This is an optimization exercise on Yosys and OpenROAD, whose aim is small area, not a production implementation. The RTL was checked by simulation tests, not by an equivalence proof against the original design. Power and IR drop assume default switching activity.

`design/flow/config.mk`:
```
export PLATFORM = sky130hd
export DESIGN_NAME = pec_factor
export DESIGN_NICKNAME = pec_factor
export VERILOG_FILES = /design/flow/design.v
export SDC_FILE = /design/flow/constraint.sdc
export NUM_CORES = 4
export LEC_CHECK = 0
export CAP_MARGIN = 20
export CORE_MARGIN = 2
export CORE_UTILIZATION = 40
export GPL_TIMING_DRIVEN = 0
export SLEW_MARGIN = 20
```
`design/flow/constraint.sdc`:
```
create_clock -name core_clock -period 160.0 [get_ports {clk}]
set_input_delay 32.0000 -clock core_clock [delete_from_list [all_inputs] [get_ports {clk}]]
set_output_delay 32.0000 -clock core_clock [all_outputs]
set_load 0.01 [all_outputs]
```
`design/flow/design.v`:
```
module pec_factor (
  input  wire        clk,
  input  wire        rst,           
  input  wire        in_valid,
  output wire        in_ready,
  input  wire [31:0] c0,            
  input  wire [31:0] c1,
  input  wire [31:0] c2,
  input  wire [31:0] c3,
  input  wire [31:0] cu,            
  input  wire [15:0] w0,            
  input  wire [15:0] w1,
  input  wire [15:0] w2,
  input  wire [15:0] w3,
  input  wire [15:0] wu,            
  input  wire [3:0]  k_en,          
  input  wire        under,         
  input  wire [15:0] f_base,        
  output reg         out_valid,
  output wire [15:0] f,             
  output wire        clamp_hi,
  output wire        clamp_lo
);
  localparam [18:0] BIAS = 19'd163840;   
  reg  [1:0]  lb;
  reg  [2:0]  hb;
  wire [3:0]  lq = 4'b1 << lb;        
  wire [7:0]  hq = 8'b1 << hb;
  reg         ph;
  wire        clr = rst | ~in_valid | in_ready;
  always @(posedge clk) begin
    if (clr) begin
      lb <= 2'd0;
      hb <= 3'd0;
      ph <= 1'b0;
    end else begin
      lb <= lb + 2'd1;
      if (lq[3]) hb <= hb + 3'd1;
      if (lq[3] & hq[7]) ph <= 1'b1;
    end
  end
  wire first = ~ph & hq[0] & lq[0];                           
  wire c28   = ~ph & hq[7] & lq[0];                           
  wire mac   = ~ph | hq[0] | (hq[1] & lq[0]);                 
  wire c37   =  ph & hq[1] & lq[1];                           
  wire dstp  =  ph & ((hq[1] & (lq[2] | lq[3])) | hq[2] | hq[3] | hq[4] | hq[5]);  
  wire rnd   =  ph & hq[6] & lq[0];                           
  assign in_ready = rnd;
  reg  [18:0] acc;                  
  reg  [36:0] den;                  
  reg  [37:0] r;                    
  reg         lo_q;                 
  reg         dlo_q;                
  wire c0_x0 = (hq[0] & c0[0]) | (hq[1] & c0[4]) | (hq[2] & c0[8]) | (hq[3] & c0[12]) | (hq[4] & c0[16]) | (hq[5] & c0[20]) | (hq[6] & c0[24]) | (hq[7] & c0[28]);
  wire c0_x1 = (hq[0] & c0[1]) | (hq[1] & c0[5]) | (hq[2] & c0[9]) | (hq[3] & c0[13]) | (hq[4] & c0[17]) | (hq[5] & c0[21]) | (hq[6] & c0[25]) | (hq[7] & c0[29]);
  wire c0_x2 = (hq[0] & c0[2]) | (hq[1] & c0[6]) | (hq[2] & c0[10]) | (hq[3] & c0[14]) | (hq[4] & c0[18]) | (hq[5] & c0[22]) | (hq[6] & c0[26]) | (hq[7] & c0[30]);
  wire c0_x3 = (hq[0] & c0[3]) | (hq[1] & c0[7]) | (hq[2] & c0[11]) | (hq[3] & c0[15]) | (hq[4] & c0[19]) | (hq[5] & c0[23]) | (hq[6] & c0[27]) | (hq[7] & c0[31]);
  wire c0_s = (lq[0] & c0_x0) | (lq[1] & c0_x1) | (lq[2] & c0_x2) | (lq[3] & c0_x3);
  wire c1_x0 = (hq[0] & c1[0]) | (hq[1] & c1[4]) | (hq[2] & c1[8]) | (hq[3] & c1[12]) | (hq[4] & c1[16]) | (hq[5] & c1[20]) | (hq[6] & c1[24]) | (hq[7] & c1[28]);
  wire c1_x1 = (hq[0] & c1[1]) | (hq[1] & c1[5]) | (hq[2] & c1[9]) | (hq[3] & c1[13]) | (hq[4] & c1[17]) | (hq[5] & c1[21]) | (hq[6] & c1[25]) | (hq[7] & c1[29]);
  wire c1_x2 = (hq[0] & c1[2]) | (hq[1] & c1[6]) | (hq[2] & c1[10]) | (hq[3] & c1[14]) | (hq[4] & c1[18]) | (hq[5] & c1[22]) | (hq[6] & c1[26]) | (hq[7] & c1[30]);
  wire c1_x3 = (hq[0] & c1[3]) | (hq[1] & c1[7]) | (hq[2] & c1[11]) | (hq[3] & c1[15]) | (hq[4] & c1[19]) | (hq[5] & c1[23]) | (hq[6] & c1[27]) | (hq[7] & c1[31]);
  wire c1_s = (lq[0] & c1_x0) | (lq[1] & c1_x1) | (lq[2] & c1_x2) | (lq[3] & c1_x3);
  wire c2_x0 = (hq[0] & c2[0]) | (hq[1] & c2[4]) | (hq[2] & c2[8]) | (hq[3] & c2[12]) | (hq[4] & c2[16]) | (hq[5] & c2[20]) | (hq[6] & c2[24]) | (hq[7] & c2[28]);
  wire c2_x1 = (hq[0] & c2[1]) | (hq[1] & c2[5]) | (hq[2] & c2[9]) | (hq[3] & c2[13]) | (hq[4] & c2[17]) | (hq[5] & c2[21]) | (hq[6] & c2[25]) | (hq[7] & c2[29]);
  wire c2_x2 = (hq[0] & c2[2]) | (hq[1] & c2[6]) | (hq[2] & c2[10]) | (hq[3] & c2[14]) | (hq[4] & c2[18]) | (hq[5] & c2[22]) | (hq[6] & c2[26]) | (hq[7] & c2[30]);
  wire c2_x3 = (hq[0] & c2[3]) | (hq[1] & c2[7]) | (hq[2] & c2[11]) | (hq[3] & c2[15]) | (hq[4] & c2[19]) | (hq[5] & c2[23]) | (hq[6] & c2[27]) | (hq[7] & c2[31]);
  wire c2_s = (lq[0] & c2_x0) | (lq[1] & c2_x1) | (lq[2] & c2_x2) | (lq[3] & c2_x3);
  wire c3_x0 = (hq[0] & c3[0]) | (hq[1] & c3[4]) | (hq[2] & c3[8]) | (hq[3] & c3[12]) | (hq[4] & c3[16]) | (hq[5] & c3[20]) | (hq[6] & c3[24]) | (hq[7] & c3[28]);
  wire c3_x1 = (hq[0] & c3[1]) | (hq[1] & c3[5]) | (hq[2] & c3[9]) | (hq[3] & c3[13]) | (hq[4] & c3[17]) | (hq[5] & c3[21]) | (hq[6] & c3[25]) | (hq[7] & c3[29]);
  wire c3_x2 = (hq[0] & c3[2]) | (hq[1] & c3[6]) | (hq[2] & c3[10]) | (hq[3] & c3[14]) | (hq[4] & c3[18]) | (hq[5] & c3[22]) | (hq[6] & c3[26]) | (hq[7] & c3[30]);
  wire c3_x3 = (hq[0] & c3[3]) | (hq[1] & c3[7]) | (hq[2] & c3[11]) | (hq[3] & c3[15]) | (hq[4] & c3[19]) | (hq[5] & c3[23]) | (hq[6] & c3[27]) | (hq[7] & c3[31]);
  wire c3_s = (lq[0] & c3_x0) | (lq[1] & c3_x1) | (lq[2] & c3_x2) | (lq[3] & c3_x3);
  wire cu_x0 = (hq[0] & cu[0]) | (hq[1] & cu[4]) | (hq[2] & cu[8]) | (hq[3] & cu[12]) | (hq[4] & cu[16]) | (hq[5] & cu[20]) | (hq[6] & cu[24]) | (hq[7] & cu[28]);
  wire cu_x1 = (hq[0] & cu[1]) | (hq[1] & cu[5]) | (hq[2] & cu[9]) | (hq[3] & cu[13]) | (hq[4] & cu[17]) | (hq[5] & cu[21]) | (hq[6] & cu[25]) | (hq[7] & cu[29]);
  wire cu_x2 = (hq[0] & cu[2]) | (hq[1] & cu[6]) | (hq[2] & cu[10]) | (hq[3] & cu[14]) | (hq[4] & cu[18]) | (hq[5] & cu[22]) | (hq[6] & cu[26]) | (hq[7] & cu[30]);
  wire cu_x3 = (hq[0] & cu[3]) | (hq[1] & cu[7]) | (hq[2] & cu[11]) | (hq[3] & cu[15]) | (hq[4] & cu[19]) | (hq[5] & cu[23]) | (hq[6] & cu[27]) | (hq[7] & cu[31]);
  wire cu_s = (lq[0] & cu_x0) | (lq[1] & cu_x1) | (lq[2] & cu_x2) | (lq[3] & cu_x3);
  wire b0 = ~ph & k_en[0] & c0_s;
  wire b1 = ~ph & k_en[1] & c1_s;
  wire b2 = ~ph & k_en[2] & c2_s;
  wire b3 = ~ph & k_en[3] & c3_s;
  wire bu = ~ph & under   & cu_s;
  wire [15:0] u0 = {~((b0 & w0[15]) | rnd), w0[14:0] & {15{b0}}};
  wire [15:0] u1 = {~((b1 & w1[15]) | rnd), w1[14:0] & {15{b1}}};
  wire [15:0] u2 = {~((b2 & w2[15]) | rnd), w2[14:0] & {15{b2}}};
  wire [15:0] u3 = {~((b3 & w3[15]) | rnd), w3[14:0] & {15{b3}}};
  wire [15:0] uu = {~((bu & wu[15]) | rnd), wu[14:0] & {15{bu}}};
  wire [18:0] a  = first ? BIAS : {acc[18] & ~rnd, acc[17:0]};
  wire        ci = c28 | rnd;
  wire m1 = a[0] ^ u0[0] ^ u1[0];
  wire m2 = (a[0] & u0[0]) | (u1[0] & (a[0] ^ u0[0]));
  wire m3 = u2[0] ^ u3[0] ^ uu[0];
  wire m4 = (u2[0] & u3[0]) | (uu[0] & (u2[0] ^ u3[0]));
  wire m5 = ci ^ m1 ^ m3;
  wire m6 = (ci & m1) | (m3 & (ci ^ m1));
  wire m7 = a[1] ^ u0[1] ^ u1[1];
  wire m8 = (a[1] & u0[1]) | (u1[1] & (a[1] ^ u0[1]));
  wire m9 = u2[1] ^ u3[1] ^ uu[1];
  wire m10 = (u2[1] & u3[1]) | (uu[1] & (u2[1] ^ u3[1]));
  wire m11 = m2 ^ m4 ^ m6;
  wire m12 = (m2 & m4) | (m6 & (m2 ^ m4));
  wire m13 = m7 ^ m9 ^ m11;
  wire m14 = (m7 & m9) | (m11 & (m7 ^ m9));
  wire m15 = a[2] ^ u0[2] ^ u1[2];
  wire m16 = (a[2] & u0[2]) | (u1[2] & (a[2] ^ u0[2]));
  wire m17 = u2[2] ^ u3[2] ^ uu[2];
  wire m18 = (u2[2] & u3[2]) | (uu[2] & (u2[2] ^ u3[2]));
  wire m19 = m8 ^ m10 ^ m12;
  wire m20 = (m8 & m10) | (m12 & (m8 ^ m10));
  wire m21 = m14 ^ m15 ^ m17;
  wire m22 = (m14 & m15) | (m17 & (m14 ^ m15));
  wire m23 = m19 ^ m21;
  wire m24 = m19 & m21;
  wire m25 = a[3] ^ u0[3] ^ u1[3];
  wire m26 = (a[3] & u0[3]) | (u1[3] & (a[3] ^ u0[3]));
  wire m27 = u2[3] ^ u3[3] ^ uu[3];
  wire m28 = (u2[3] & u3[3]) | (uu[3] & (u2[3] ^ u3[3]));
  wire m29 = m16 ^ m18 ^ m20;
  wire m30 = (m16 & m18) | (m20 & (m16 ^ m18));
  wire m31 = m22 ^ m24 ^ m25;
  wire m32 = (m22 & m24) | (m25 & (m22 ^ m24));
  wire m33 = m27 ^ m29 ^ m31;
  wire m34 = (m27 & m29) | (m31 & (m27 ^ m29));
  wire m35 = a[4] ^ u0[4] ^ u1[4];
  wire m36 = (a[4] & u0[4]) | (u1[4] & (a[4] ^ u0[4]));
  wire m37 = u2[4] ^ u3[4] ^ uu[4];
  wire m38 = (u2[4] & u3[4]) | (uu[4] & (u2[4] ^ u3[4]));
  wire m39 = m26 ^ m28 ^ m30;
  wire m40 = (m26 & m28) | (m30 & (m26 ^ m28));
  wire m41 = m32 ^ m34 ^ m35;
  wire m42 = (m32 & m34) | (m35 & (m32 ^ m34));
  wire m43 = m37 ^ m39 ^ m41;
  wire m44 = (m37 & m39) | (m41 & (m37 ^ m39));
  wire m45 = a[5] ^ u0[5] ^ u1[5];
  wire m46 = (a[5] & u0[5]) | (u1[5] & (a[5] ^ u0[5]));
  wire m47 = u2[5] ^ u3[5] ^ uu[5];
  wire m48 = (u2[5] & u3[5]) | (uu[5] & (u2[5] ^ u3[5]));
  wire m49 = m36 ^ m38 ^ m40;
  wire m50 = (m36 & m38) | (m40 & (m36 ^ m38));
  wire m51 = m42 ^ m44 ^ m45;
  wire m52 = (m42 & m44) | (m45 & (m42 ^ m44));
  wire m53 = m47 ^ m49 ^ m51;
  wire m54 = (m47 & m49) | (m51 & (m47 ^ m49));
  wire m55 = a[6] ^ u0[6] ^ u1[6];
  wire m56 = (a[6] & u0[6]) | (u1[6] & (a[6] ^ u0[6]));
  wire m57 = u2[6] ^ u3[6] ^ uu[6];
  wire m58 = (u2[6] & u3[6]) | (uu[6] & (u2[6] ^ u3[6]));
  wire m59 = m46 ^ m48 ^ m50;
  wire m60 = (m46 & m48) | (m50 & (m46 ^ m48));
  wire m61 = m52 ^ m54 ^ m55;
  wire m62 = (m52 & m54) | (m55 & (m52 ^ m54));
  wire m63 = m57 ^ m59 ^ m61;
  wire m64 = (m57 & m59) | (m61 & (m57 ^ m59));
  wire m65 = a[7] ^ u0[7] ^ u1[7];
  wire m66 = (a[7] & u0[7]) | (u1[7] & (a[7] ^ u0[7]));
  wire m67 = u2[7] ^ u3[7] ^ uu[7];
  wire m68 = (u2[7] & u3[7]) | (uu[7] & (u2[7] ^ u3[7]));
  wire m69 = m56 ^ m58 ^ m60;
  wire m70 = (m56 & m58) | (m60 & (m56 ^ m58));
  wire m71 = m62 ^ m64 ^ m65;
  wire m72 = (m62 & m64) | (m65 & (m62 ^ m64));
  wire m73 = m67 ^ m69 ^ m71;
  wire m74 = (m67 & m69) | (m71 & (m67 ^ m69));
  wire m75 = a[8] ^ u0[8] ^ u1[8];
  wire m76 = (a[8] & u0[8]) | (u1[8] & (a[8] ^ u0[8]));
  wire m77 = u2[8] ^ u3[8] ^ uu[8];
  wire m78 = (u2[8] & u3[8]) | (uu[8] & (u2[8] ^ u3[8]));
  wire m79 = m66 ^ m68 ^ m70;
  wire m80 = (m66 & m68) | (m70 & (m66 ^ m68));
  wire m81 = m72 ^ m74 ^ m75;
  wire m82 = (m72 & m74) | (m75 & (m72 ^ m74));
  wire m83 = m77 ^ m79 ^ m81;
  wire m84 = (m77 & m79) | (m81 & (m77 ^ m79));
  wire m85 = a[9] ^ u0[9] ^ u1[9];
  wire m86 = (a[9] & u0[9]) | (u1[9] & (a[9] ^ u0[9]));
  wire m87 = u2[9] ^ u3[9] ^ uu[9];
  wire m88 = (u2[9] & u3[9]) | (uu[9] & (u2[9] ^ u3[9]));
  wire m89 = m76 ^ m78 ^ m80;
  wire m90 = (m76 & m78) | (m80 & (m76 ^ m78));
  wire m91 = m82 ^ m84 ^ m85;
  wire m92 = (m82 & m84) | (m85 & (m82 ^ m84));
  wire m93 = m87 ^ m89 ^ m91;
  wire m94 = (m87 & m89) | (m91 & (m87 ^ m89));
  wire m95 = a[10] ^ u0[10] ^ u1[10];
  wire m96 = (a[10] & u0[10]) | (u1[10] & (a[10] ^ u0[10]));
  wire m97 = u2[10] ^ u3[10] ^ uu[10];
  wire m98 = (u2[10] & u3[10]) | (uu[10] & (u2[10] ^ u3[10]));
  wire m99 = m86 ^ m88 ^ m90;
  wire m100 = (m86 & m88) | (m90 & (m86 ^ m88));
  wire m101 = m92 ^ m94 ^ m95;
  wire m102 = (m92 & m94) | (m95 & (m92 ^ m94));
  wire m103 = m97 ^ m99 ^ m101;
  wire m104 = (m97 & m99) | (m101 & (m97 ^ m99));
  wire m105 = a[11] ^ u0[11] ^ u1[11];
  wire m106 = (a[11] & u0[11]) | (u1[11] & (a[11] ^ u0[11]));
  wire m107 = u2[11] ^ u3[11] ^ uu[11];
  wire m108 = (u2[11] & u3[11]) | (uu[11] & (u2[11] ^ u3[11]));
  wire m109 = m96 ^ m98 ^ m100;
  wire m110 = (m96 & m98) | (m100 & (m96 ^ m98));
  wire m111 = m102 ^ m104 ^ m105;
  wire m112 = (m102 & m104) | (m105 & (m102 ^ m104));
  wire m113 = m107 ^ m109 ^ m111;
  wire m114 = (m107 & m109) | (m111 & (m107 ^ m109));
  wire m115 = a[12] ^ u0[12] ^ u1[12];
  wire m116 = (a[12] & u0[12]) | (u1[12] & (a[12] ^ u0[12]));
  wire m117 = u2[12] ^ u3[12] ^ uu[12];
  wire m118 = (u2[12] & u3[12]) | (uu[12] & (u2[12] ^ u3[12]));
  wire m119 = m106 ^ m108 ^ m110;
  wire m120 = (m106 & m108) | (m110 & (m106 ^ m108));
  wire m121 = m112 ^ m114 ^ m115;
  wire m122 = (m112 & m114) | (m115 & (m112 ^ m114));
  wire m123 = m117 ^ m119 ^ m121;
  wire m124 = (m117 & m119) | (m121 & (m117 ^ m119));
  wire m125 = a[13] ^ u0[13] ^ u1[13];
  wire m126 = (a[13] & u0[13]) | (u1[13] & (a[13] ^ u0[13]));
  wire m127 = u2[13] ^ u3[13] ^ uu[13];
  wire m128 = (u2[13] & u3[13]) | (uu[13] & (u2[13] ^ u3[13]));
  wire m129 = m116 ^ m118 ^ m120;
  wire m130 = (m116 & m118) | (m120 & (m116 ^ m118));
  wire m131 = m122 ^ m124 ^ m125;
  wire m132 = (m122 & m124) | (m125 & (m122 ^ m124));
  wire m133 = m127 ^ m129 ^ m131;
  wire m134 = (m127 & m129) | (m131 & (m127 ^ m129));
  wire m135 = a[14] ^ u0[14] ^ u1[14];
  wire m136 = (a[14] & u0[14]) | (u1[14] & (a[14] ^ u0[14]));
  wire m137 = u2[14] ^ u3[14] ^ uu[14];
  wire m138 = (u2[14] & u3[14]) | (uu[14] & (u2[14] ^ u3[14]));
  wire m139 = m126 ^ m128 ^ m130;
  wire m140 = (m126 & m128) | (m130 & (m126 ^ m128));
  wire m141 = m132 ^ m134 ^ m135;
  wire m142 = (m132 & m134) | (m135 & (m132 ^ m134));
  wire m143 = m137 ^ m139 ^ m141;
  wire m144 = (m137 & m139) | (m141 & (m137 ^ m139));
  wire m145 = a[15] ^ u0[15] ^ u1[15];
  wire m146 = (a[15] & u0[15]) | (u1[15] & (a[15] ^ u0[15]));
  wire m147 = u2[15] ^ u3[15] ^ uu[15];
  wire m148 = (u2[15] & u3[15]) | (uu[15] & (u2[15] ^ u3[15]));
  wire m149 = m136 ^ m138 ^ m140;
  wire m150 = (m136 & m138) | (m140 & (m136 ^ m138));
  wire m151 = m142 ^ m144 ^ m145;
  wire m152 = (m142 & m144) | (m145 & (m142 ^ m144));
  wire m153 = m147 ^ m149 ^ m151;
  wire m154 = (m147 & m149) | (m151 & (m147 ^ m149));
  wire m155 = a[16] ^ m146 ^ m148;
  wire m156 = (a[16] & m146) | (m148 & (a[16] ^ m146));
  wire m157 = m150 ^ m152 ^ m154;
  wire m158 = (m150 & m152) | (m154 & (m150 ^ m152));
  wire m159 = m155 ^ m157;
  wire m160 = m155 & m157;
  wire m161 = a[17] ^ m156 ^ m158;
  wire m162 = (a[17] & m156) | (m158 & (a[17] ^ m156));
  wire m163 = m160 ^ m161;
  wire m164 = m160 & m161;
  wire m165 = a[18] ^ m162 ^ m164;
  wire m166 = (a[18] & m162) | (m164 & (a[18] ^ m162));
  wire [19:0] p = {m166, m165, m163, m159, m153, m143, m133, m123, m113, m103, m93, m83, m73, m63, m53, m43, m33, m23, m13, m5};
  wire [37:0] r_nxt;
  always @(posedge clk) acc <= dstp ? {acc[17:0], ~r_nxt[37]} : p[19:1];
  wire acc_zero = (acc == BIAS);
  wire acc_neg  = (acc <  BIAS);
  wire dlo = acc_neg | (acc_zero & (den[36:24] == 13'd0));
  always @(posedge clk) begin
    if (mac)
      den <= {p[0], den[36:1]};
    else if (c37 & dlo)
      den <= 37'h1000000;
    if (c37) begin
      dlo_q <= dlo;
      lo_q  <= ~acc_neg & ~acc_zero;
    end
  end
  wire        sub = ~r[37];
  wire [37:0] da  = {1'b0, den} ^ {38{sub}};
  wire [37:0] rs  = {r[36:0], 1'b0};
  wire [38:0] cy;
  assign cy[0] = sub;
  genvar g;
  generate
    for (g = 0; g < 38; g = g + 1) begin : rc
      assign r_nxt[g]  = rs[g] ^ da[g] ^ cy[g];
      assign cy[g + 1] = (rs[g] & da[g]) | (cy[g] & (rs[g] ^ da[g]));
    end
  endgenerate
  always @(posedge clk)
    r <= c37 ? {11'd0, f_base, 11'd0} : r_nxt;
  always @(posedge clk) begin
    if (rst)
      out_valid <= 1'b0;
    else
      out_valid <= in_valid && in_ready;
  end
  wire [17:0] q   = acc[17:0];                
  wire        ovf = (q[17] | q[16]) & ~lo_q;
  assign clamp_hi = dlo_q | ovf;
  assign clamp_lo = ~clamp_hi & (lo_q | (q[15:8] == 8'd0));
  assign f = ovf ? 16'hFFFF : clamp_lo ? 16'h0100 : q[15:0];
endmodule
```
`design/flow/flow/run.sh`:
```
#!/bin/bash
# Standard ORFS layout (the standard.sh) with these changes:
#  - synthesis skips the generic ABC pass before full-adder extraction
#    (yosys synth -noabc in the fine step), so the full adders written out in
#    the RTL are found as they are, without inverters between them;
#  - the final ABC mapping uses an area-oriented script (flow/abc.script:
#    dch + amap) instead of the delay-oriented one; the clock period is
#    160 ns, so delay is no concern. The registers are the standard
#    synthesis's (ABC maps only the logic between them);
#  - the port buffers are the smallest buffer (buf_1) instead of the
#    resizer's pick; every port still gets its buffer;
#  - the clock tree uses smaller buffers and no dummy loads.
set -euo pipefail
work=$(pwd)
rm -rf "$work/orfs_scripts"
cp -r "$FLOW_HOME/scripts" "$work/orfs_scripts"
cp "$work/flow/abc.script" "$work/orfs_scripts/abc_speed.script"
export SCRIPTS_DIR="$work/orfs_scripts"
export BUFFER_PORTS_ARGS="-buffer_cell sky130_fd_sc_hd__buf_1"
export CTS_ARGS="-sink_clustering_enable -repair_clock_nets -dont_use_dummy_load -buf_list {sky130_fd_sc_hd__clkbuf_4 sky130_fd_sc_hd__clkbuf_8}"
bash standard.sh SYNTH_ARGS=-noabc finish > flow_standard.log 2>&1
```
`design/flow/flow/abc.script`:
```
strash
dc2
dc2
dch -f
amap
```
`design/flow/standard.sh`:
```
#!/bin/bash
# synth_recipe.tcl (not shown) runs the flow's synth.tcl, then flattens the netlist and writes it again
# the make line also repeats each setting of config.mk as NAME=value (left out here)
make -C /OpenROAD-flow-scripts/flow DESIGN_CONFIG=/design/flow/config.mk WORK_HOME=/design/flow/orfs CLKGATE_MAP_FILE= SYNTH_SCRIPT=/design/flow/synth_recipe.tcl "${@:-finish}"
```
==> results of run 1 <==
[logic make-up after synthesis]
| family | after synthesis | share of synthesized area |
|---|---|---|
| AO/OA/AOI/OAI | 179 | 0.171 |
| AND/OR/NAND/NOR | 259 | 0.168 |
| buffers and inverters | 73 | 0.0353 |
| flip-flops | 103 | 0.316 |
| adder cells (fa/ha/maj) | 122 | 0.309 |
[metrics by stage]
stage | instances | cell area [µm²] | hold WS, ns | setup slack, ns | util
after detailed placement | 1295 | 9360 | 0.453 | 110.03 | 0.496
after CTS | 1304 | 9490 | 0.472 | 110.48 | 0.502
after floorplan | 736 | 7750 | 0.434 | 111.31 | -
after global placement | 1279 | 9140 | 0.444 | 110.14 | 0.484
after global routing | 1304 | 9490 | 0.506 | 109.76 | 0.502
final | 1305 | 9500 | 0.474 | 110.55 | 0.503
[cells in the final DEF, fill, tap and decap left out, types with 2 or more instances in the layout]
cell type,n
buf_1,283
fa_1,116
nor2_1,108
nor2b_1,101
clkinv_1,72
dfxtp_1,63
edfxtp_1,39
a22oi_1,37
o22ai_1,35
o22a_1,23
a31oi_1,18
a222oi_1,16
a21oi_1,16
a221oi_1,11
nand2_1,10
a22o_1,10
clkbuf_8,9
buf_4,9
nor3_2,7
nor3_1,7
nor4_1,6
ha_1,6
or2_0,5
nand4_1,5
nand3b_1,5
o21ai_0,5
buf_6,4
nor2_2,2
a2111oi_0,2
a211oi_1,2
buf_8,2
[final timing paths]
path,cells past startpoint,to,from,slack [ns]
setup / recovery,45,acc[17],c1[6],110.55
hold / removal,1,lb[0],lb[0],0.47
setup reg to reg,46,acc[17],hb[0],140.61
hold reg to reg,1,lb[0],lb[0],0.47
[area by class of cell]
type                       count  area (µm²)  area share
timing repair buffer         299        1230       0.130
antenna                        1        2.50    0.000264
inverter                      73         275      0.0290
clock buffer                   9         124      0.0130
multi-input combinational    560        5080       0.535
sequential                   103        2450       0.258
tap                          260         325      0.0343
[power by group through the flow]
| stage | logic [mW] | registers [mW] | clock network, mW |
|---|---|---|---|
| after floorplan | 0.0620 | 0.0497 | 0 |
| after global placement | 0.0789 | 0.0522 | 0 |
| after detailed placement | 0.0810 | 0.0522 | 0 |
| after CTS | 0.0819 | 0.0518 | 0.0140 |
| after global routing | 0.0941 | 0.0536 | 0.0147 |
| final | 0.0799 | 0.0515 | 0.0135 |
[per-layer routing]
metal | wire (µm) | GRT usage | part of all wire
met5 | 0 | 0 | 0
met4 | 757 | 0.0820 | 0.031
met3 | 1410 | 0.0419 | 0.058
met2 | 12200 | 0.424 | 0.51
met1 | 9760 | 0.303 | 0.40
[flip-flops by register name (all words and copies together), names as in the netlist]
name and flops:
lo_q 1, lb 2, den 37, acc 19, hb 3, ph 1
dlo_q 1, r 38, out_valid 1
==> metrics.md, run 1 <==
| Metric | Value |
|---|---|
| Pwr dens | 15.3 nW/µm² |
| Drt pass-1 iters | 8 |
| DRC viols | 0 |
| Die Y | 143 µm |
| Sequential power share | 0.355 |
| Combinational power share | 0.552 |
| Drt total wl | 24.1 mm |
| Vias | 6973 |
| # port buffers | 283 |
| Yosys top cell by area | fa_1 |
| CTS Root Cell | clkbuf_8 |
| Placer Congestion | 0.917 |
| Worst-margin pin slew | 0.909 ns |
| Iteration-0 DRC count of the detailed router | 471 |
| EDFF count, synth | 39 |
| Leak Pwr | 3.48 nW |
| RSZ-0062 raised after global routing | false |
| Sequential element share of the synthesized area | 0.316 |
| CP required | 160.24 ns |
| Hold_buf cts | 0 |
| Syn Nets | 1122 |
| Sw Ratio | 0.383 |
| Top cell by count, worst path | fa_1 |
| # clock sinks | 103 |
| Starting Density | 0.410 |
| Peak supply drop | 5.84 µV |
| Clock skew | 0.0245 ns |
| Drt wl/cell | 18.5 µm |
| Final setup viols | 0 |
| Area grow syn2layout | 22.5% |
| Die Area | 20500 µm² |
| Power consumption | 145 µW |
| Htree depth | 3 |
| Worst skew pair latency | 0.39 ns |
| Status | finished clean |
| Syn. warnings | 1 |
| Post-Synthesis Cells | 736 |
| Post-synth ARST share | 0 |
| Post-CTS setup buffers | 0 |
| Fmax | 20.2 MHz |
| Largest net degree at the start of global routing | 40 |
| Crit path DAT | 49.68 ns |
| Most common cell in the netlist | fa_1 |
| CTS-repair resized insts | 0 |
| Largest stage delay, worst path | 0.65 ns |
| Initial antenna violation count | 0 |
| Crit Path Class | input port to flip-flop |
| Gate family responsible for the most delay along the worst path | adder cells |
| Number of max-cap violations | 0 |
| Ranking of synthesized cells by area | fa_1 (30%), dfxtp_1 (17%), edfxtp_1 (15%) |
| Post-synth top cells | fa_1 (116), nor2_1 (110), nor2b_1 (101), clkinv_1 (73), dfxtp_1 (64) |
| Worst slew margin | 0.390 |
| Syn avg cell area | 10.5 µm² |
| Max-slew violations | 0 |
| Crit Path Max Fanout | 16 |
| Fraction of layout cells with a size suffix above 1 | 0.0364 |
| Die X | 143 µm |
| Setup crit end kind | flip-flop |
| Top Ports | 284 |
| GR Util All Layers | 0.242 |
| Post-route ant nets | 0 |
| Sw Pwr | 55.6 µW |
| Hold Violations, Final | 0 |
| Distinct cells, synth | 29 |
| Bufs on Longest Clock Path | 2 |
| CTS buffer count | 9 |
| NumNets Final | 1432 |
| CORE AREA | 18900 µm² |
| CTS tree | yes |
| Minimum clock period | 49.45 ns |
| Most used flip-flop cell after synthesis | dfxtp_1 |
| Clock Power Share | 0.093 |
| Fin crit share | 0.309 |
| Avg Vias per Cell | 5.34 |
| GRT overflow | 0 |
| Clock Pin Slew Worst Setup and Hold Paths | 0.08 ns |
| Hold crit path type | flip-flop to flip-flop |
| Vias in the first global route | 7197 |
| # rows | 50 |
| Setup TNS Final | 0 ns |
| Post-DP HPWL | 19.5 mm |
| Top-area cell type share of the netlist area | 0.299 |
| CP Launch Type | input port |
| Worst path bufs/invs | 1 |
| CP max-delay cell | nand3b_1 |
| Yosys reg bits | 103 |
| Mapped cell area | 7750 µm² |
| Int Power | 89.3 µW |
| Global-route wire length before repair | 37.7 mm |
| Fillcell total | 1859 |
==> run 2, diff against run 1 <==
--- a/design/flow/config.mk
+++ b/design/flow/config.mk
@@ -10,3 +10,2 @@
 export CORE_UTILIZATION = 40
-export GPL_TIMING_DRIVEN = 0
 export SLEW_MARGIN = 20
==> metrics.md, run 2 <==
| Metric | Value |
|---|---|
| Power consumption | 146 µW (was 145 µW) |
| Area grow syn2layout | 21.7% (was 22.5%) |
| DRC viols | 0 (unchanged) |
| Largest stage delay, worst path | 0.70 ns (was 0.65 ns) |
| Initial antenna violation count | 1 (was 0) |
| Minimum clock period | 49.31 ns (was 49.45 ns) |
| Worst-margin pin slew | 0.878 ns (was 0.909 ns) |
| Worst path bufs/invs | 1 (unchanged) |
| Post-DP HPWL | 19.1 mm (was 19.5 mm) |
| Drt pass-1 iters | 6 (was 8) |
| Setup TNS Final | 0 ns (unchanged) |
| Die Y | 143 µm (unchanged) |
| RSZ-0062 raised after global routing | false (unchanged) |
| Global-route wire length before repair | 38.4 mm (was 37.7 mm) |
| Post-CTS setup buffers | 0 (unchanged) |
| Drt wl/cell | 18.7 µm (was 18.5 µm) |
| Critical path launch point | c1[6] (unchanged) |
| CP max-delay cell | nand3b_1 (unchanged) |
| Worst slew margin | 0.413 (was 0.390) |
| Vias | 6977 (was 6973) |
| Vias in the first global route | 7351 (was 7197) |
| Post-route ant nets | 0 (unchanged) |
| Drt total wl | 24.4 mm (was 24.1 mm) |
| Syn avg cell area | 10.5 µm² (unchanged) |
| Peak supply drop | 7.37 µV (was 5.84 µV) |
| Clock skew | 0.0363 ns (was 0.0245 ns) |
| Hold Crit Depth | 1 (unchanged) |
| Avg Vias per Cell | 5.35 (was 5.34) |
| Final Non-Filler Cells | 1305 (unchanged) |
| CP required | 160.31 ns (was 160.24 ns) |
| Worst hold endpoint | lb[0] (unchanged) |
| Most frequent cells in the layout | buf_1 (283), fa_1 (116), nor2_1 (109) (was buf_1 (283), fa_1 (116), nor2_1 (108)) |
| Die Area | 20500 µm² (unchanged) |
| Post-synth ARST share | 0 (unchanged) |
| Largest register FFs | 38 (unchanged) |
| Post-synth top cells | fa_1 (116), nor2_1 (110), nor2b_1 (101), clkinv_1 (73), dfxtp_1 (64) (unchanged) |
| Reg-to-reg endpoint | acc[17] (unchanged) |
| Yosys reg bits | 103 (unchanged) |
| Cells on worst reg2reg path | 47 (was 46) |
| Hold_buf cts | 0 (unchanged) |
| Worst skew pair latency | 0.39 ns (about the same) |
| Bufs on Longest Clock Path | 2 (unchanged) |
| Fraction of layout cells with a size suffix above 1 | 0.0326 (was 0.0364) |
| Area of placed instances | 9310 µm² (was 9360 µm²) |
| Top-area cell type share of the netlist area | 0.299 (unchanged) |
| # port buffers | 283 (unchanged) |
| Gate family responsible for the most delay along the worst path | adder cells (unchanged) |
| R2r setup slk | 140.77 ns (was 140.61 ns) |
| Final setup viols | 0 (unchanged) |
| Gr busiest metal | met2 (unchanged) |
| Hold Violations, Final | 0 (unchanged) |
| Pwr dens | 15.4 nW/µm² (was 15.3 nW/µm²) |
| Crit Path Class | input port to flip-flop (unchanged) |
| Sequential element share of the synthesized area | 0.316 (unchanged) |
| CTS-repair resized insts | 0 (unchanged) |
| Clock Pin Slew Worst Setup and Hold Paths | 0.09 ns (was 0.08 ns) |
| Met2 usage | 0.419 (was 0.424) |
| Top reg by flops | r (unchanged) |
| Hold crit path type | flip-flop to flip-flop (unchanged) |
| GR Util All Layers | 0.246 (was 0.242) |
| Distinct cells, synth | 29 (unchanged) |
| Leak Pwr | 3.46 nW (was 3.48 nW) |
| Top Ports | 284 (unchanged) |
| Place WS | 110.28 ns (was 110.03 ns) |
| Yosys top cell by area | fa_1 (unchanged) |
| # clock sinks | 103 (unchanged) |
| Iteration-0 DRC count of the detailed router | 446 (was 471) |
| WP depth | 45 (unchanged) |
| Top cell by count, worst path | fa_1 (unchanged) |
| Fmax | 20.3 MHz (was 20.2 MHz) |
| Ranking of synthesized cells by area | fa_1 (30%), dfxtp_1 (17%), edfxtp_1 (15%) (unchanged) |
| Largest net degree at the start of global routing | 43 (was 40) |
| # placed instances | 1295 (unchanged) |
| # rows | 50 (unchanged) |
| Most used flip-flop cell after synthesis | dfxtp_1 (unchanged) |
| Die X | 143 µm (unchanged) |
| NumNets Final | 1432 (unchanged) |
| R2r startpoint | hb[1] (was hb[0]) |
| CP Launch Type | input port (unchanged) |
| Setup ws final | 110.69 ns (was 110.55 ns) |
| Syn Nets | 1122 (unchanged) |
| Biggest regs | r: 38 flops, den: 37 flops, acc: 19 flops (unchanged) |
| Met3 Use GR | 0.0520 (was 0.0419) |
| Syn. warnings | 1 (unchanged) |
| CTS tree | yes (unchanged) |
| Global Route met1 Usage | 0.305 (was 0.303) |
| Commonest non-fill, non-tap cell in the layout | buf_1 (unchanged) |
| Fin crit share | 0.308 (was 0.309) |
| Most common cell in the netlist | fa_1 (unchanged) |
| GRT overflow | 0 (unchanged) |
| Starting Density | 0.410 (unchanged) |
| Hold WS | 0.470 ns (was 0.474 ns) |
| Post-route cell area | 9440 µm² (was 9500 µm²) |
| Max-slew violations | 0 (unchanged) |
| Mapped cell area | 7750 µm² (unchanged) |
| Crit path DAT | 49.62 ns (was 49.68 ns) |
| Number of max-cap violations | 0 (unchanged) |
| Hold_sp | lb[0] (unchanged) |
| EDFF count, synth | 39 (unchanged) |
| Status | finished clean (unchanged) |
| Setup crit end kind | flip-flop (unchanged) |
| Placer Congestion | 0.882 (was 0.917) |
| Crit Path Max Fanout | 16 (unchanged) |
| Share of the core filled with cells | 0.500 (was 0.503) |
| Htree depth | 3 (unchanged) |
| Post-Synthesis Cells | 736 (unchanged) |
| CORE AREA | 18900 µm² (unchanged) |
| CTS buffer count | 9 (unchanged) |
| CTS Root Cell | clkbuf_8 (unchanged) |
[run 2: cell counts after synthesis]
No cell type changed its count.
[run 2: kinds of logic after synthesis]
group,share of synthesized area
simple gates,0.168
compound gates,0.171
fa+ha+maj,0.309
flops,0.316
buf+inv,0.0353
[run 2: final cells by class]
type / count / area, µm²
clock buffer: 9 / 124
tap: 260 / 325
multi-input combinational: 560 / 5080
timing repair buffer: 299 / 1180
inverter: 73 / 274
fill: 1914 / 9460
sequential: 103 / 2450
antenna: 1 / 2.50
[run 2: worst max path at each step]
| stage | endpoint | slack [ns] |
|---|---|---|
| 3_5_place_dp | acc[17] | 110.28 |
| 6_report | acc[17] | 110.69 |
| 2_1_floorplan | acc[17] | 111.31 |
| 4_1_cts | acc[17] | 110.69 |
| 3_3_place_gp | acc[17] | 110.44 |
| 5_1_grt | acc[17] | 110.05 |
[run 2: power by group]
group / internal, mW / switching [mW] / total (mW)
sequential: 0.0423 / 0.00796 / 0.0502
combinational: 0.0423 / 0.0396 / 0.0819
clock: 0.00508 / 0.00833 / 0.0134
total: 0.0896 / 0.0559 / 0.146
[run 2: metal layers]
| layer | part of all wire | routed length, µm |
|---|---|---|
| met4 | 0.039 | 952 |
| met3 | 0.061 | 1490 |
| met5 | 0 | 0 |
| met1 | 0.41 | 9880 |
| met2 | 0.49 | 12000 |
==> run 3, diff against run 2 <==
--- a/design/flow/config.mk
+++ b/design/flow/config.mk
@@ -7,5 +7,5 @@
 export LEC_CHECK = 0
-export CAP_MARGIN = 20
+export CAP_MARGIN = 0
 export CORE_MARGIN = 2
 export CORE_UTILIZATION = 40
-export SLEW_MARGIN = 20
+export SLEW_MARGIN = 0
==> metrics.md, run 3 <==
| Metric | Value |
|---|---|
| Status | finished clean (unchanged) |
| GR Util All Layers | 0.243 (was 0.246) |
| Cells on worst reg2reg path | 47 (unchanged) |
| Die X | 143 µm (unchanged) |
| Crit Path Max Fanout | 16 (unchanged) |
| CP required | 160.30 ns (was 160.31 ns) |
| Top-area cell type share of the netlist area | 0.299 (unchanged) |
| Sw Ratio | 0.383 (was 0.384) |
| Yosys reg bits | 103 (unchanged) |
| Most frequent cells in the layout | buf_1 (283), fa_1 (116), nor2_1 (110) (was buf_1 (283), fa_1 (116), nor2_1 (109)) |
| CORE AREA | 18900 µm² (unchanged) |
| Post-synth top cells | fa_1 (116), nor2_1 (110), nor2b_1 (101), clkinv_1 (73), dfxtp_1 (64) (unchanged) |
| Ranking of synthesized cells by area | fa_1 (30%), dfxtp_1 (17%), edfxtp_1 (15%) (unchanged) |
| Top reg by flops | r (unchanged) |
| CTS buffer count | 9 (unchanged) |
| Peak supply drop | 7.34 µV (was 7.37 µV) |
| Fraction of layout cells with a size suffix above 1 | 0.0316 (was 0.0326) |
| Setup crit end kind | flip-flop (unchanged) |
| Htree depth | 3 (unchanged) |
| Post-synth ARST share | 0 (unchanged) |
| Avg Vias per Cell | 5.35 (about the same) |
| Power consumption | 145 µW (was 146 µW) |
| DRC viols | 0 (unchanged) |
| Post-route ant nets | 0 (unchanged) |
| Clock Pin Slew Worst Setup and Hold Paths | 0.08 ns (was 0.09 ns) |
| Bufs on Longest Clock Path | 2 (unchanged) |
| Crit path DAT | 49.51 ns (was 49.62 ns) |
| Pwr dens | 15.4 nW/µm² (about the same) |
| Top Ports | 284 (unchanged) |
| Setup TNS Final | 0 ns (unchanged) |
| Vias | 6991 (was 6977) |
| Reg-to-reg endpoint | acc[17] (unchanged) |
| Drt pass-1 iters | 8 (was 6) |
| Starting Density | 0.410 (unchanged) |
| Post-CTS setup buffers | 0 (unchanged) |
| Largest register FFs | 38 (unchanged) |
| Worst hold endpoint | lb[0] (unchanged) |
| Leak Pwr | 3.46 nW (about the same) |
| Die Area | 20500 µm² (unchanged) |
| Worst slew margin | 0.167 (was 0.413) |
| Top cell by count, worst path | fa_1 (unchanged) |
| Int Power | 89.4 µW (was 89.6 µW) |
| Mapped cell area | 7750 µm² (unchanged) |
| Yosys top cell by area | fa_1 (unchanged) |
| R2r setup slk | 140.82 ns (was 140.77 ns) |
| # port buffers | 283 (unchanged) |
| Largest net degree at the start of global routing | 43 (unchanged) |
| Global-route wire length before repair | 38.0 mm (was 38.4 mm) |
| Iteration-0 DRC count of the detailed router | 523 (was 446) |
| Number of max-cap violations | 0 (unchanged) |
| Biggest regs | r: 38 flops, den: 37 flops, acc: 19 flops (unchanged) |
| RSZ-0062 raised after global routing | false (unchanged) |
| Initial antenna violation count | 2 (was 1) |
| Drt wl/cell | 18.6 µm (was 18.7 µm) |
| Die Y | 143 µm (unchanged) |
| Combinational power share | 0.563 (about the same) |
| Fin crit share | 0.308 (about the same) |
| Crit Path Class | input port to flip-flop (unchanged) |
| Worst skew pair latency | 0.38 ns (was 0.39 ns) |
| Sw Pwr | 55.6 µW (was 55.9 µW) |
| Syn avg cell area | 10.5 µm² (unchanged) |
| Hold_sp | lb[0] (unchanged) |
| Place WS | 110.33 ns (was 110.28 ns) |
| Clock Power Share | 0.091 (was 0.092) |
| Critical path launch point | c0[7] (was c1[6]) |
| Sequential power share | 0.346 (was 0.345) |
| Most common cell in the netlist | fa_1 (unchanged) |
| Drt total wl | 24.2 mm (was 24.4 mm) |
| Post-Synthesis Cells | 736 (unchanged) |
| Distinct cells, synth | 29 (unchanged) |
| Clock skew | 0.0263 ns (was 0.0363 ns) |
| # clock sinks | 103 (unchanged) |
| Syn. warnings | 1 (unchanged) |
| NumNets Final | 1432 (unchanged) |
| EDFF count, synth | 39 (unchanged) |
| # rows | 50 (unchanged) |
| Area grow syn2layout | 21.7% (unchanged) |
| Largest stage delay, worst path | 0.58 ns (was 0.70 ns) |
| CTS-repair resized insts | 0 (unchanged) |
| GRT overflow | 0 (unchanged) |
| Hold_buf cts | 0 (unchanged) |
| Hold Violations, Final | 0 (unchanged) |
| CTS tree | yes (unchanged) |
| CP max-delay cell | nand3b_1 (unchanged) |
| Hold crit path type | flip-flop to flip-flop (unchanged) |
| R2r startpoint | hb[1] (unchanged) |
| Fmax | 20.3 MHz (about the same) |
| Post-DP HPWL | 19.1 mm (about the same) |
| CP Launch Type | input port (unchanged) |
| Vias in the first global route | 7290 (was 7351) |
| Hold Crit Depth | 1 (unchanged) |
| Placer Congestion | 0.882 (unchanged) |
| Max-slew violations | 0 (unchanged) |
| Most used flip-flop cell after synthesis | dfxtp_1 (unchanged) |
| Minimum clock period | 49.22 ns (was 49.31 ns) |
| Commonest non-fill, non-tap cell in the layout | buf_1 (unchanged) |
| Setup ws final | 110.79 ns (was 110.69 ns) |
| Share of the core filled with cells | 0.500 (unchanged) |
| CTS Root Cell | clkbuf_8 (unchanged) |
| Sequential element share of the synthesized area | 0.316 (unchanged) |
| Worst-margin pin slew | 1.24 ns (was 0.878 ns) |
| Final setup viols | 0 (unchanged) |
| Syn Nets | 1122 (unchanged) |
[run 3: per-layer routing]
| metal | routed length, µm | share of wire | global-route usage |
|---|---|---|---|
| met1 | 9880 | 0.41 | 0.307 |
| met4 | 777 | 0.032 | 0.0872 |
| met5 | 0 | 0 | 0 |
| met2 | 12100 | 0.50 | 0.418 |
| met3 | 1430 | 0.059 | 0.0419 |
[run 3: power groups by stage]
| stage | Clock (mW) | Combinational (mW) | Sequential, mW |
|---|---|---|---|
| 5_1_grt | 0.0147 | 0.0959 | 0.0521 |
| 3_3_place_gp | 0 | 0.0813 | 0.0505 |
| 2_1_floorplan | 0 | 0.0620 | 0.0497 |
| 6_report | 0.0132 | 0.0816 | 0.0502 |
| 4_1_cts | 0.0138 | 0.0831 | 0.0504 |
| 3_5_place_dp | 0 | 0.0822 | 0.0508 |
[run 3: through the flow]
stage | cells | cell area, µm² | hold WS (ns)
global route | 1306 | 9440 | 0.503
detailed placement | 1295 | 9310 | 0.458
finish | 1306 | 9440 | 0.472
floorplan | 736 | 7750 | 0.434
CTS | 1304 | 9430 | 0.474
global placement | 1295 | 9310 | 0.442
[run 3: layout make-up]
cell class | count | area [µm²]
flip-flops and latches | 103 | 2450
inverters | 73 | 274
multi-input cells | 560 | 5070
diodes | 2 | 5.00
well taps | 260 | 325
clock buffers | 9 | 124
fillers | 1863 | 9460
repair buffers | 299 | 1180
[run 3: kinds of logic after synthesis]
group | synth area share
AOI/OAI and AO/OA | 0.171
adders and majority gates | 0.309
buffers and inverters | 0.0353
DFF | 0.316
and+or+nand+nor | 0.168
[run 3: critical path: cells and delay by family]
| kind | cells | cell delay, ns |
|---|---|---|
| fa+ha+maj | 36 | 15.48 |
| simple gates | 4 | 1.07 |
| compound gates | 3 | 0.85 |
| buf+inv | 1 | 0.08 |
[run 3: how the worst max path moves through the flow]
stage	to	slack, ns
detailed placement	acc[17]	110.33
finish	acc[17]	110.79
floorplan	acc[17]	111.31
global placement	acc[17]	110.44
CTS	acc[17]	110.70
global route	acc[17]	110.00

[what the ideal ports hide]
How much do the figures lean on ideal ports? The routed layouts below were timed once more, with nothing changed but the port constraints. Step 1: set_driving_cell puts a clkbuf_16 on clk and a buf_2 on each other input, an assumption about the parent block. Step 2 moves the port delays by t, midway between the first and last clock arrival at a register: inputs arrive t later, outputs are due t later. That takes back most of the time a late clock gives input paths. a / b / c = ideal / step 1 / step 2; a / b = the first two.
run	shift t [ns]	slack for setup (ns)	clock arrival spread, ns	slew at the worst register clock pin (ns)
run 1	0.410	110.553 / 110.560 / 110.150	0.024 / 0.025	0.11 / 0.11
run 2	0.404	110.689 / 110.696 / 110.292	0.036 / 0.037	0.11 / 0.11
run 3	0.399	110.785 / 110.793 / 110.394	0.026 / 0.027	0.10 / 0.10
After both steps every run listed still meets setup and hold. For run 1, which loses most, drivers alone change the setup slack by +0.007 ns; drivers and shift together by -0.403 ns.
